What follows belongs to an exercise in optimizing a design on an open flow for small area, a short achievable clock period and few clock cycles; a production flow would make more cautious choices. RTL that was checked went through simulation tests only; none was proved equivalent to the original. Power is estimated from default activity; no workload was simulated.

the baseline:
Design roller_dec, start of the top module:
module roller_dec (
    input  wire        clk,
    input  wire        rst,          
    input  wire        start,        
    input  wire [1:0]  bucket,       
    output wire        idle,
    output reg         done,         
    output reg  [1:0]  status,       
    input  wire        in_valid,
    input  wire [7:0]  in_data,
    output wire        in_ready,
    output wire        wr_en,
    output wire [11:0] wr_addr,
    output wire [7:0]  wr_data,
    output wire        rd_en,
    output wire [11:0] rd_addr,
    input  wire [7:0]  rd_data       
);
For scale: about 860 cells after synthesis, roughly 61 I/O pins, roughly 0.0060 sq mm of cells after synthesis.
==> flow/config.mk <==
export PLATFORM = sky130hd
export DESIGN_NAME = roller_dec
export DESIGN_NICKNAME = roller_dec
export VERILOG_FILES = /design/flow/design.v
export SDC_FILE = /design/flow/constraint.sdc
export NUM_CORES = 4
export LEC_CHECK = 0
export ABC_AREA = 1
export CAP_MARGIN = 20
export CORE_MARGIN = 2
export CORE_UTILIZATION = 40
export CTS_BUF_LIST = sky130_fd_sc_hd__clkbuf_8
export CTS_CLUSTER_DIAMETER = 100
export CTS_CLUSTER_SIZE = 30
export SETUP_SLACK_MARGIN = 2.8
export SLEW_MARGIN = 20
==> flow/constraint.sdc <==
create_clock -name core_clock -period 5.5 [get_ports {clk}]
set_input_delay 1.1000 -clock core_clock [delete_from_list [all_inputs] [get_ports {clk}]]
set_output_delay 1.1000 -clock core_clock [all_outputs]
set_load 0.01 [all_outputs]
standard.sh (not shown) runs the stock make flow with config.mk's settings and CLKGATE_MAP_FILE= SYNTH_SCRIPT=/design/flow/synth_recipe.tcl, a recipe that flattens the netlist after the stock synthesis.
==> flow/flow/run.sh <==
#!/bin/bash
# Standard layout, with the smallest buffer on the ports and a clock tree
# built without dummy loads.
export BUFFER_PORTS_ARGS="-buffer_cell sky130_fd_sc_hd__buf_1"
export CTS_ARGS="-sink_clustering_enable -repair_clock_nets -sink_clustering_size 30 -sink_clustering_max_diameter 100 -buf_list sky130_fd_sc_hd__clkbuf_8 -dont_use_dummy_load"
bash standard.sh > standard.log 2>&1
#### Input delta (the candidate over the baseline)
--- a/flow/design.v
+++ b/flow/design.v
@@ -32,14 +32,15 @@
     reg s_mchk;     
     reg s_run;      
     reg s_lit;      
     reg        k_fill;      
     reg        k_long;      
     reg        bdist;       
     reg        d1;          
+    reg [1:0]  code;        
     reg [11:0] rem;         
     reg [12:0] p;           
     reg [12:0] cnt;         
     reg [11:0] rp;          
     assign idle     = s_idle;
     assign wr_en    = s_run || (s_lit && in_valid);
     assign wr_addr  = p[11:0];
@@ -59,16 +60,16 @@
     wire        t_fill  = t[7:4] == 4'hD;
     wire [6:0]  n       = t[6:0];
     wire        lit_bad = ({5'd0, n} >= rem_dec);
     wire        lit_ovr = ({5'd0, n} > ~p[11:0]);
     wire        arg_bad = t_short ? (rem < 12'd2) : t_long ? (rem < 12'd4) : (rem < 12'd3);
     wire [11:0] tl      = {in_data[3:0], rem[7:0]};
     wire        tl_bad  = (in_data[7:4] != 4'd0) || (tl == 12'd0) ||
-                          (tl[11:10] > cnt[1:0]) ||
-                          (tl[11:10] == cnt[1:0] && tl[9:2] == 8'hFF && tl[1:0] != 2'd0);
+                          (tl[11:10] > code) ||
+                          (tl[11:10] == code && tl[9:2] == 8'hFF && tl[1:0] != 2'd0);
     wire [11:0] dval    = {rp[11:8], in_data};
     wire [13:0] rsum    = {1'b0, p} + {2'b11, ~dval};
     wire [8:0]  lo6     = {1'b0, in_data} + 9'd6;
     wire [4:0]  hi_sum  = {1'b0, in_data[3:0]} + {4'd0, cnt[8]};
     reg        fin;
     reg [1:0]  fst;
     reg        n_idle, n_h0, n_h1, n_h2, n_h3, n_tok, n_a1, n_a2, n_a3, n_mchk, n_run, n_lit;
@@ -85,15 +86,15 @@
         if (s_h0) begin
             if (!in_valid)              n_h0 = 1'b1;
             else if (in_data != 8'h01)  begin fin = 1'b1; fst = ST_BAD_CODE; end
             else                        n_h1 = 1'b1;
         end
         if (s_h1) begin
             if (!in_valid)                      n_h1 = 1'b1;
-            else if (in_data != {6'd0, cnt[1:0]})   begin fin = 1'b1; fst = ST_BAD_CODE; end
+            else if (in_data != {6'd0, code})   begin fin = 1'b1; fst = ST_BAD_CODE; end
             else                                n_h2 = 1'b1;
         end
         if (s_h2) begin
             if (!in_valid) n_h2 = 1'b1;
             else           n_h3 = 1'b1;
         end
         if (s_h3) begin
@@ -153,18 +154,19 @@
         end else begin
             s_idle <= n_idle; s_h0 <= n_h0; s_h1 <= n_h1; s_h2 <= n_h2; s_h3 <= n_h3; s_tok <= n_tok;
             s_a1 <= n_a1; s_a2 <= n_a2; s_a3 <= n_a3; s_mchk <= n_mchk; s_run <= n_run; s_lit <= n_lit;
             done   <= fin;
         end
     end
     always @(posedge clk) begin
-        status <= fst;     
+        if (fin) status <= fst;
         if (s_idle && start) begin
+            code <= bucket;
             p    <= 13'd0;
-            cnt  <= {1'b0, {10{bucket == 2'd3}}, bucket};
+            cnt  <= 13'd4095;
             rem  <= 12'd0;
         end
         if (wr_en) p <= p + 13'd1;
         if (in_valid) begin
             if (s_h2) rem[7:0] <= in_data;
             if (s_h3) rem <= tl;
             if (s_tok || s_a1 || s_a2 || s_a3 || s_lit) rem <= rem_dec;
[summary]
On hold slack, the baseline loses to the candidate.
NOTE power drawn by the sequential cells the baseline->the candidate decreased slightly
The pin count of the biggest net entering global routing of the candidate falls short of that of the baseline by 1.
Per the comparison of the candidate with the baseline, post-synthesis compound-gate area fraction decreased by 1.7 points relative to the old numbers, multi-input combinational gate total decreased by 7 relative to the old numbers, worst setup slack increased by 110 ps relative to the old numbers, upper clock frequency limit increased by about 4% relative to the old numbers, post-synthesis adder-cell area fraction closely matched the old numbers.
Wire length: lower on the candidate
Summary of the comparison: area growth from synthesis to layout is higher in the candidate, relative to the baseline.
In terms of mean instance size in the synthesized netlist, the candidate and the baseline differ only marginally.
Testbench counts of the candidate, summed over its fixed seeds: cycles 801,453.
The RTL of the baseline was laid out without a check of its function.

---

The RTL this note starts from:
==> flow/design.v <==
module roller_dec (
    input  wire        clk,
    input  wire        rst,          
    input  wire        start,        
    input  wire [1:0]  bucket,       
    output wire        idle,
    output reg         done,         
    output reg  [1:0]  status,       
    input  wire        in_valid,
    input  wire [7:0]  in_data,
    output wire        in_ready,
    output wire        wr_en,
    output wire [11:0] wr_addr,
    output wire [7:0]  wr_data,
    output wire        rd_en,
    output wire [11:0] rd_addr,
    input  wire [7:0]  rd_data       
);
    localparam [1:0] ST_OK       = 2'd0,
                     ST_BAD_CODE = 2'd1,
                     ST_BAD_DIST = 2'd2,
                     ST_OVERRUN  = 2'd3;
    reg s_idle;     
    reg s_h0;       
    reg s_h1;       
    reg s_h2;       
    reg s_h3;       
    reg s_tok;      
    reg s_a1;       
    reg s_a2;       
    reg s_a3;       
    reg s_mchk;     
    reg s_mpre;     
    reg s_run;      
    reg s_r0;       
    reg s_r1;       
    reg s_r2;       
    reg tk;         
    reg s_lit;      
    reg [7:0]  ib;          
    reg        iv;          
    reg [7:0]  rdr;         
    reg        k_fill;      
    reg        k_long;      
    reg        bdist;       
    reg        d1;          
    reg        slow;        
    reg [1:0]  code;        
    reg [11:0] rem;         
    reg [12:0] p;           
    reg [12:0] cnt;         
    reg [11:0] rp;          
    wire v       = iv;
    wire take    = iv && tk;
    wire run_wr  = s_run || s_r2;
    assign idle     = s_idle;
    assign wr_en    = run_wr || (s_lit && iv);
    assign wr_addr  = p[11:0];
    assign wr_data  = s_lit ? ib : (k_fill ? rp[7:0] : rdr);
    assign rd_en    = !s_idle && !(d1 && (s_mpre || s_run));
    assign rd_addr  = rp;
    assign in_ready = tk || (!iv && !s_idle);
    wire [11:0] rem_dec = rem - 12'd1;
    wire [12:0] cnt_dec = cnt - 13'd1;
    wire        cnt_end = (cnt == 13'd0);
    wire        rem_end = (rem == 12'd0);
    function automatic gt12(input [11:0] a, input [11:0] b);
        integer i;
        reg g;
        begin
            g = 1'b0;
            for (i = 0; i < 12; i = i + 1)
                g = (a[i] & ~b[i]) | (~(a[i] ^ b[i]) & g);
            gt12 = g;
        end
    endfunction
    wire        ovr     = p[12] || cnt[12] || gt12(cnt[11:0], ~p[11:0]);
    wire [7:0]  t       = ib;
    wire        t_lit   = !t[7];
    wire        t_short = t[7:6] == 2'b10;
    wire        t_long  = t[7:4] == 4'hC;
    wire        t_fill  = t[7:4] == 4'hD;
    wire [6:0]  n       = t[6:0];
    wire        lit_bad = !gt12(rem_dec, {5'd0, n});
    wire        lit_ovr = gt12({5'd0, n}, ~p[11:0]);
    wire        rem_lt4 = (rem[11:2] == 10'd0);
    wire        arg_bad = t_short ? (rem_lt4 && !rem[1]) :
                          t_long  ? rem_lt4 : (rem_lt4 && !(rem[1] && rem[0]));
    wire [11:0] tl      = {ib[3:0], rem[7:0]};
    wire        tl_bad  = (ib[7:4] != 4'd0) || (tl == 12'd0) ||
                          gt12({10'd0, tl[11:10]}, {10'd0, code}) ||
                          (tl[11:10] == code && tl[9:2] == 8'hFF && tl[1:0] != 2'd0);
    wire [11:0] dval    = {rp[11:8], ib};
    wire [13:0] rsum    = {1'b0, p} + {2'b11, ~dval};
    wire [8:0]  lo6     = {1'b0, ib} + 9'd6;
    wire [4:0]  hi_sum  = {1'b0, ib[3:0]} + {4'd0, cnt[8]};
    reg        fin;
    reg [1:0]  fst;
    reg        n_idle, n_h0, n_h1, n_h2, n_h3, n_tok, n_a1, n_a2, n_a3, n_mchk, n_mpre, n_run, n_lit;
    reg        n_r0, n_r1, n_r2;
    always @(*) begin
        fin = 1'b0;
        fst = ST_OK;
        n_idle = 1'b0; n_h0 = 1'b0; n_h1 = 1'b0; n_h2 = 1'b0; n_h3 = 1'b0; n_tok = 1'b0;
        n_a1 = 1'b0; n_a2 = 1'b0; n_a3 = 1'b0; n_mchk = 1'b0; n_mpre = 1'b0; n_run = 1'b0;
        n_lit = 1'b0; n_r0 = 1'b0; n_r1 = 1'b0; n_r2 = 1'b0;
        if (s_idle) begin
            if (!start)              n_idle = 1'b1;
            else if (bucket == 2'd3) n_lit  = 1'b1;
            else                     n_h0   = 1'b1;
        end
        if (s_h0) begin
            if (!v)                     n_h0 = 1'b1;
            else if (ib != 8'h01)       begin fin = 1'b1; fst = ST_BAD_CODE; end
            else                        n_h1 = 1'b1;
        end
        if (s_h1) begin
            if (!v)                     n_h1 = 1'b1;
            else if (ib != {6'd0, code}) begin fin = 1'b1; fst = ST_BAD_CODE; end
            else                        n_h2 = 1'b1;
        end
        if (s_h2) begin
            if (!v) n_h2 = 1'b1;
            else    n_h3 = 1'b1;
        end
        if (s_h3) begin
            if (!v)          n_h3 = 1'b1;
            else if (tl_bad) begin fin = 1'b1; fst = ST_BAD_CODE; end
            else             n_tok = 1'b1;
        end
        if (s_tok) begin
            if (rem_end)                  begin fin = 1'b1; fst = p[12] ? ST_OK : ST_BAD_CODE; end
            else if (p[12])               begin fin = 1'b1; fst = ST_OVERRUN; end
            else if (!v)                  n_tok = 1'b1;
            else if (t_lit) begin
                if (lit_bad)              begin fin = 1'b1; fst = ST_BAD_CODE; end
                else if (lit_ovr)         begin fin = 1'b1; fst = ST_OVERRUN; end
                else                      n_lit = 1'b1;
            end
            else if (!(t_short || t_long || t_fill) || arg_bad)
                                          begin fin = 1'b1; fst = ST_BAD_CODE; end
            else                          n_a1 = 1'b1;
        end
        if (s_a1) begin
            if (!v)                       n_a1 = 1'b1;
            else if (k_fill || k_long)    n_a2 = 1'b1;
            else                          n_mchk = 1'b1;
        end
        if (s_a2) begin
            if (!v)                       n_a2 = 1'b1;
            else if (!k_fill)             n_a3 = 1'b1;
            else if (ovr)                 begin fin = 1'b1; fst = ST_OVERRUN; end
            else                          n_run = 1'b1;
        end
        if (s_a3) begin
            if (!v)                       n_a3 = 1'b1;
            else                          n_mchk = 1'b1;
        end
        if (s_mchk) begin
            if (bdist)                    begin fin = 1'b1; fst = ST_BAD_DIST; end
            else if (ovr)                 begin fin = 1'b1; fst = ST_OVERRUN; end
            else if (slow)                n_r1 = 1'b1;
            else                          n_mpre = 1'b1;
        end
        if (s_mpre)                       n_run = 1'b1;
        if (s_run) begin
            if (cnt_end)                  n_tok = 1'b1;
            else                          n_run = 1'b1;
        end
        if (s_r0)                         n_r1 = 1'b1;
        if (s_r1)                         n_r2 = 1'b1;
        if (s_r2) begin
            if (cnt_end)                  n_tok = 1'b1;
            else                          n_r0 = 1'b1;
        end
        if (s_lit) begin
            if (v && cnt_end)             n_tok = 1'b1;
            else                          n_lit = 1'b1;
        end
        if (fin) n_idle = 1'b1;
    end
    always @(posedge clk) begin
        if (rst) begin
            s_idle <= 1'b1;
            s_h0 <= 1'b0; s_h1 <= 1'b0; s_h2 <= 1'b0; s_h3 <= 1'b0; s_tok <= 1'b0;
            s_a1 <= 1'b0; s_a2 <= 1'b0; s_a3 <= 1'b0; s_mchk <= 1'b0; s_mpre <= 1'b0;
            s_run <= 1'b0; s_lit <= 1'b0; s_r0 <= 1'b0; s_r1 <= 1'b0; s_r2 <= 1'b0;
            tk     <= 1'b0;
            done   <= 1'b0;
        end else begin
            s_idle <= n_idle; s_h0 <= n_h0; s_h1 <= n_h1; s_h2 <= n_h2; s_h3 <= n_h3; s_tok <= n_tok;
            s_a1 <= n_a1; s_a2 <= n_a2; s_a3 <= n_a3; s_mchk <= n_mchk; s_mpre <= n_mpre;
            s_run <= n_run; s_lit <= n_lit; s_r0 <= n_r0; s_r1 <= n_r1; s_r2 <= n_r2;
            tk     <= n_h0 || n_h1 || n_h2 || n_h3 || n_tok || n_a1 || n_a2 || n_a3 || n_lit;
            done   <= fin;
        end
    end
    always @(posedge clk) begin
        status <= fst;
        rdr    <= rd_data;
        if (in_ready) begin
            ib <= in_data;
            iv <= in_valid;
        end
        if (s_idle && start) begin
            iv   <= 1'b0;
            code <= bucket;
            p    <= 13'd0;
            cnt  <= 13'd4095;
            rem  <= 12'd0;
        end
        if (wr_en) p <= p + 13'd1;
        if (v) begin
            if (s_h2) rem[7:0] <= ib;
            if (s_h3) rem <= tl;
            if (s_tok || s_a1 || s_a2 || s_a3 || s_lit) rem <= rem_dec;
        end
        if (s_tok && v) begin
            k_fill    <= t[6] & t[4];
            k_long    <= t[6] & ~t[4];
            rp[11:8]  <= t[3:0];
            cnt[7:0]  <= t[7] ? {5'd0, {1'b0, t[5:4]} + 3'd2} : {1'b0, n};
            cnt[12:8] <= (t[7:6] == 2'b11) ? {1'b0, t[3:0]} : 5'd0;
        end
        if (s_a1 && v) begin
            if (k_fill) begin
                cnt[7:0] <= ib;
            end else begin
                rp    <= rsum[11:0];
            end
        end
        if (s_a1) begin
            bdist <= rsum[13];
            d1    <= (dval == 12'd0);
            slow  <= (dval == 12'd1);
        end
        if (s_a2 && v) begin
            if (k_fill) rp[7:0] <= ib;
            else        cnt[8:0] <= lo6;
        end
        if (s_a3 && v)
            cnt[12:8] <= (ib[7:4] != 4'd0) ? 5'h1F : hi_sum;
        if (s_mchk || s_mpre || s_r0 || (s_run && !k_fill))
            rp <= rp + 12'd1;
        if (run_wr || (s_lit && v)) cnt <= cnt_dec;
    end
endmodule
Settings: LEC_CHECK=0, ABC_AREA=1, CAP_MARGIN=20, CORE_MARGIN=2, CORE_UTILIZATION=40, CTS_BUF_LIST=sky130_fd_sc_hd__clkbuf_8, CTS_CLUSTER_DIAMETER=100, CTS_CLUSTER_SIZE=30, SETUP_SLACK_MARGIN=3.0, SLEW_MARGIN=20; clock period 5.5 ns.
==> flow/flow/run.sh <==
#!/bin/bash
# Standard layout, with the smallest buffer on the ports.
export BUFFER_PORTS_ARGS="-buffer_cell sky130_fd_sc_hd__buf_1"
bash standard.sh > standard.log 2>&1
Rerun with:
--- a/flow/design.v
+++ b/flow/design.v
@@ -33,8 +33,4 @@
     reg s_mpre;     
     reg s_run;      
-    reg s_r0;       
-    reg s_r1;       
-    reg s_r2;       
-    reg tk;         
     reg s_lit;      
     reg [7:0]  ib;          
@@ -46,4 +42,5 @@
     reg        d1;          
     reg        slow;        
+    reg [1:0]  ph;          
     reg [1:0]  code;        
     reg [11:0] rem;         
@@ -51,14 +48,15 @@
     reg [12:0] cnt;         
     reg [11:0] rp;          
+    wire takes   = s_h0 || s_h1 || s_h2 || s_h3 || s_tok || s_a1 || s_a2 || s_a3 || s_lit;
     wire v       = iv;
-    wire take    = iv && tk;
-    wire run_wr  = s_run || s_r2;
+    wire take    = iv && takes;
+    wire run_wr  = s_run && (!slow || ph == 2'd2);
     assign idle     = s_idle;
     assign wr_en    = run_wr || (s_lit && iv);
     assign wr_addr  = p[11:0];
-    assign wr_data  = s_lit ? ib : (k_fill ? rp[7:0] : rdr);
+    assign wr_data  = s_run ? (k_fill ? rp[7:0] : rdr) : ib;
     assign rd_en    = !s_idle && !(d1 && (s_mpre || s_run));
     assign rd_addr  = rp;
-    assign in_ready = tk || (!iv && !s_idle);
+    assign in_ready = !s_idle && (!iv || takes);
     wire [11:0] rem_dec = rem - 12'd1;
     wire [12:0] cnt_dec = cnt - 13'd1;
@@ -98,5 +96,4 @@
     reg [1:0]  fst;
     reg        n_idle, n_h0, n_h1, n_h2, n_h3, n_tok, n_a1, n_a2, n_a3, n_mchk, n_mpre, n_run, n_lit;
-    reg        n_r0, n_r1, n_r2;
     always @(*) begin
         fin = 1'b0;
@@ -104,5 +101,5 @@
         n_idle = 1'b0; n_h0 = 1'b0; n_h1 = 1'b0; n_h2 = 1'b0; n_h3 = 1'b0; n_tok = 1'b0;
         n_a1 = 1'b0; n_a2 = 1'b0; n_a3 = 1'b0; n_mchk = 1'b0; n_mpre = 1'b0; n_run = 1'b0;
-        n_lit = 1'b0; n_r0 = 1'b0; n_r1 = 1'b0; n_r2 = 1'b0;
+        n_lit = 1'b0;
         if (s_idle) begin
             if (!start)              n_idle = 1'b1;
@@ -160,17 +157,11 @@
             if (bdist)                    begin fin = 1'b1; fst = ST_BAD_DIST; end
             else if (ovr)                 begin fin = 1'b1; fst = ST_OVERRUN; end
-            else if (slow)                n_r1 = 1'b1;
+            else if (slow)                n_run = 1'b1;
             else                          n_mpre = 1'b1;
         end
         if (s_mpre)                       n_run = 1'b1;
         if (s_run) begin
-            if (cnt_end)                  n_tok = 1'b1;
+            if (run_wr && cnt_end)        n_tok = 1'b1;
             else                          n_run = 1'b1;
-        end
-        if (s_r0)                         n_r1 = 1'b1;
-        if (s_r1)                         n_r2 = 1'b1;
-        if (s_r2) begin
-            if (cnt_end)                  n_tok = 1'b1;
-            else                          n_r0 = 1'b1;
         end
         if (s_lit) begin
@@ -185,12 +176,10 @@
             s_h0 <= 1'b0; s_h1 <= 1'b0; s_h2 <= 1'b0; s_h3 <= 1'b0; s_tok <= 1'b0;
             s_a1 <= 1'b0; s_a2 <= 1'b0; s_a3 <= 1'b0; s_mchk <= 1'b0; s_mpre <= 1'b0;
-            s_run <= 1'b0; s_lit <= 1'b0; s_r0 <= 1'b0; s_r1 <= 1'b0; s_r2 <= 1'b0;
-            tk     <= 1'b0;
+            s_run <= 1'b0; s_lit <= 1'b0;
             done   <= 1'b0;
         end else begin
             s_idle <= n_idle; s_h0 <= n_h0; s_h1 <= n_h1; s_h2 <= n_h2; s_h3 <= n_h3; s_tok <= n_tok;
             s_a1 <= n_a1; s_a2 <= n_a2; s_a3 <= n_a3; s_mchk <= n_mchk; s_mpre <= n_mpre;
-            s_run <= n_run; s_lit <= n_lit; s_r0 <= n_r0; s_r1 <= n_r1; s_r2 <= n_r2;
-            tk     <= n_h0 || n_h1 || n_h2 || n_h3 || n_tok || n_a1 || n_a2 || n_a3 || n_lit;
+            s_run <= n_run; s_lit <= n_lit;
             done   <= fin;
         end
@@ -199,10 +188,11 @@
         status <= fst;
         rdr    <= rd_data;
-        if (in_ready) begin
+        if (in_valid && in_ready) begin
             ib <= in_data;
-            iv <= in_valid;
+            iv <= 1'b1;
+        end else if (take || s_idle) begin
+            iv <= 1'b0;
         end
         if (s_idle && start) begin
-            iv   <= 1'b0;
             code <= bucket;
             p    <= 13'd0;
@@ -241,6 +231,8 @@
         if (s_a3 && v)
             cnt[12:8] <= (ib[7:4] != 4'd0) ? 5'h1F : hi_sum;
-        if (s_mchk || s_mpre || s_r0 || (s_run && !k_fill))
+        if (s_mchk || s_mpre || (s_run && !k_fill && (!slow || ph == 2'd0)))
             rp <= rp + 12'd1;
+        if (s_mchk)     ph <= 2'd1;
+        else if (s_run) ph <= (ph == 2'd2) ? 2'd0 : ph + 2'd1;
         if (run_wr || (s_lit && v)) cnt <= cnt_dec;
     end
Outcome: The new run ran to the end with no violations. Setup slack is better by 0.17 ns. Clock power barely changes. Maximum frequency went up by 6.6%. Die area went up by 0.61%. Non-clock buffer count went up by 15. Clock-buffer cell count stays the same. Cell area went up by 1.4%. Register-to-register slack is better by 0.05 ns. Sequential share of layout area went down by 0.81 points. Flip-flop and latch count went down by 2. Power went up by 3.0%. Via count went up by 0.49%. First-iteration DRC count went down by 24%.
No run of this note included a check of the RTL's function; only the layout flow was run.

==> port drivers added, routing unchanged <==
How much do the figures lean on ideal ports? The routed layouts below were timed once more, with nothing changed but the port constraints.
Step 1 sets driving cells, clkbuf_16 on the clock port and buf_2 on the other inputs (assumed; they add their load-dependent delay and slew).
Step 2 also shifts input and output timing later by t, the mid clock arrival at the registers, as if the neighbouring blocks saw the same clock.
Three values: ideal ports, drivers, drivers and shift; two values: the first two.
| run | t (ns) | slack for setup (ns) | hold WS [ns] | worst setup path after step 2 |
|---|---|---|---|---|
| the baseline | 0.410 | 2.634 / 2.609 / 2.429 | 0.488 / 0.488 / 0.488 | input to register |
| the candidate | 0.399 | 2.746 / 2.669 / 2.504 | 0.491 / 0.491 / 0.491 | input to register |
| the first run of note 2 | 0.445 | 2.729 / 2.690 / 2.772 | 0.416 / 0.416 / 0.416 | input to register |
| the second run of note 2 | 0.428 | 2.900 / 2.860 / 2.922 | 0.471 / 0.471 / 0.471 | input to register |
After both steps setup and hold are still met in every run listed. The setup slack of the candidate, which loses most, moves by -0.077 ns with the drivers and by -0.242 ns with both steps.
